This is an optimization exercise on Yosys and OpenROAD, whose aim is small area, a short achievable clock period and few clock cycles per item, not a production implementation.

oak:
## qg_screen_lane
module qg_screen_lane (
    input  wire         clk,
    input  wire         rst,
    input  wire         in_valid,
    output wire         in_ready,
    input  wire [1:0]   in_fmt,         
    input  wire         in_grey3,       
    input  wire         in_two_rowsets,
    input  wire [7:0]   in_p0,          
    input  wire [7:0]   in_ph,          
    input  wire [7:0]   in_pv,          
    input  wire [7:0]   in_phv,         
    input  wire [15:0]  in_gain,        
    input  wire [111:0] in_theta,       
    input  wire [15:0]  in_mask,        
    input  wire [8:0]   in_share,       
    input  wire         in_zone,        
    input  wire [10:0]  in_k,           
    input  wire [10:0]  in_s,           
    input  wire [11:0]  in_dots2_map,   
    output reg          out_valid,
    output reg  [2:0]   out_logical,
    output reg  [2:0]   out_level,
    output reg          out_rowset,
    output reg          out_pick_b,
    output reg          out_clip
);
Settings: LEC_CHECK=0, CAP_MARGIN=20, CORE_MARGIN=2, CORE_UTILIZATION=50, CTS_BUF_LIST=sky130_fd_sc_hd__clkbuf_16, CTS_CLUSTER_DIAMETER=120, CTS_CLUSTER_SIZE=30, PLACE_DENSITY=0.7, SLEW_MARGIN=20; clock period 48.0 ns.
standard.sh (not shown) runs the stock make flow with config.mk's settings and CLKGATE_MAP_FILE= SYNTH_SCRIPT=/design/flow/synth_recipe.tcl, a recipe that flattens the netlist after the stock synthesis.
==> flow/flow/run.sh <==
#!/bin/bash
# The standard layout (standard.sh), with these changes:
#  - synthesis (flow/synth.tcl): the standard script, but Yosys's generic
#    ABC pass inside synth is skipped (-noabc), so that the full adders
#    written in the RTL are extracted without inverters around them, and the
#    final ABC mapping uses flow/abc.script;
#  - ports get buf_1 buffers;
#  - repair_timing aims at a slack of SETUP_SLACK_MARGIN below the 48 ns
#    clock, i.e. at the period the design can reach.
# make's output goes to standard.log; ORFS keeps each step's log in orfs/logs.
set -euo pipefail
W=$PWD
bash standard.sh finish SYNTH_SCRIPT=$W/flow/synth.tcl SYNTH_ARGS=-noabc \
  "BUFFER_PORTS_ARGS=-buffer_cell sky130_fd_sc_hd__buf_1" \
  SETUP_SLACK_MARGIN=37.3 SKIP_INCREMENTAL_REPAIR=1 > $W/standard.log 2>&1
==> flow/flow/abc.script <==
strash
dc2
dch -f
map -D 4000
buffer
upsize -D 4000
dnsize -D 4000
stime -p
==> flow/flow/synth.tcl <==
# synth_recipe.tcl with ABC's script swapped for flow/abc.script.
proc synth {args} { yosys synth -nofsm -noshare {*}$args }
set ::my_flow_dir [file dirname [file normalize [info script]]]
proc abc {args} {
  set i [lsearch -exact $args -script]
  if {$i >= 0} { set args [lreplace $args $i [expr {$i + 1}] -script $::my_flow_dir/abc.script] }
  set i [lsearch -exact $args -D]
  if {$i >= 0} { set args [lreplace $args $i [expr {$i + 1}]] }
  yosys abc {*}$args
}
source $::env(SCRIPTS_DIR)/synth.tcl
# left out here: clear keep_hierarchy, flatten, clean up, hide names made inside functions, write 1_2_yosys.v
Looking at the reports, oak completed the entire flow and the layout it produced met the timing, DRC and antenna checks.
Here is what was changed in the inputs of pine compared with oak.
-- flow/flow/run.sh --
<<< oak, line 13
bash standard.sh finish SYNTH_SCRIPT=$W/flow/synth.tcl SYNTH_ARGS=-noabc \
  "BUFFER_PORTS_ARGS=-buffer_cell sky130_fd_sc_hd__buf_1" \
  SETUP_SLACK_MARGIN=37.3 SKIP_INCREMENTAL_REPAIR=1 > $W/standard.log 2>&1
>>> pine, line 13
bash standard.sh finish SYNTH_SCRIPT=$W/flow/synth.tcl SYNTH_ARGS=-noabc \
  "BUFFER_PORTS_ARGS=-buffer_cell sky130_fd_sc_hd__buf_1" \
  SETUP_SLACK_MARGIN=37.3 > $W/standard.log 2>&1
--- outcome ---
- pine: flow completed, timing, DRC and antenna clean
- Between pine and oak, number of signal-net buffers in the layout is higher for pine, oak comes in under that.
- Compared to oak, pine has final instance area 3.9% higher.
- On final routed wirelength across all metal layers: between pine and oak, it ends up higher for pine.
- In the reports for pine and oak, the larger fmax belongs to pine.
- In the flow results for pine and oak, the post-layout utilization of the core is larger on pine.
Function was not checked in any run of this note: the RTL went through the layout flow alone.

[re-timing with driven ports]
How much do the figures lean on ideal ports? The routed layouts below were timed once more, with nothing changed but the port constraints. Step 1: set_driving_cell puts a clkbuf_16 on clk and a buf_2 on each other input, an assumption about the parent block. Step 2 moves the port delays by t, midway between the first and last clock arrival at a register: inputs arrive t later, outputs are due t later. That takes back most of the time a late clock gives input paths. Three values: no drivers, after step 1, after step 2; two values: the first two.
run | t, ns | setup slack, ns | hold slack, ns | pins driven straight from the clock port
oak | 0.553 | 37.100 / 37.100 / 36.816 | 0.349 / 0.349 / 0.349 | 1
pine | 0.553 | 37.363 / 37.311 / 36.890 | 0.349 / 0.349 / 0.349 | 1
After both steps setup and hold are still met in every run listed. For pine, which loses most, drivers alone change the setup slack by -0.052 ns; drivers and shift together by -0.473 ns.
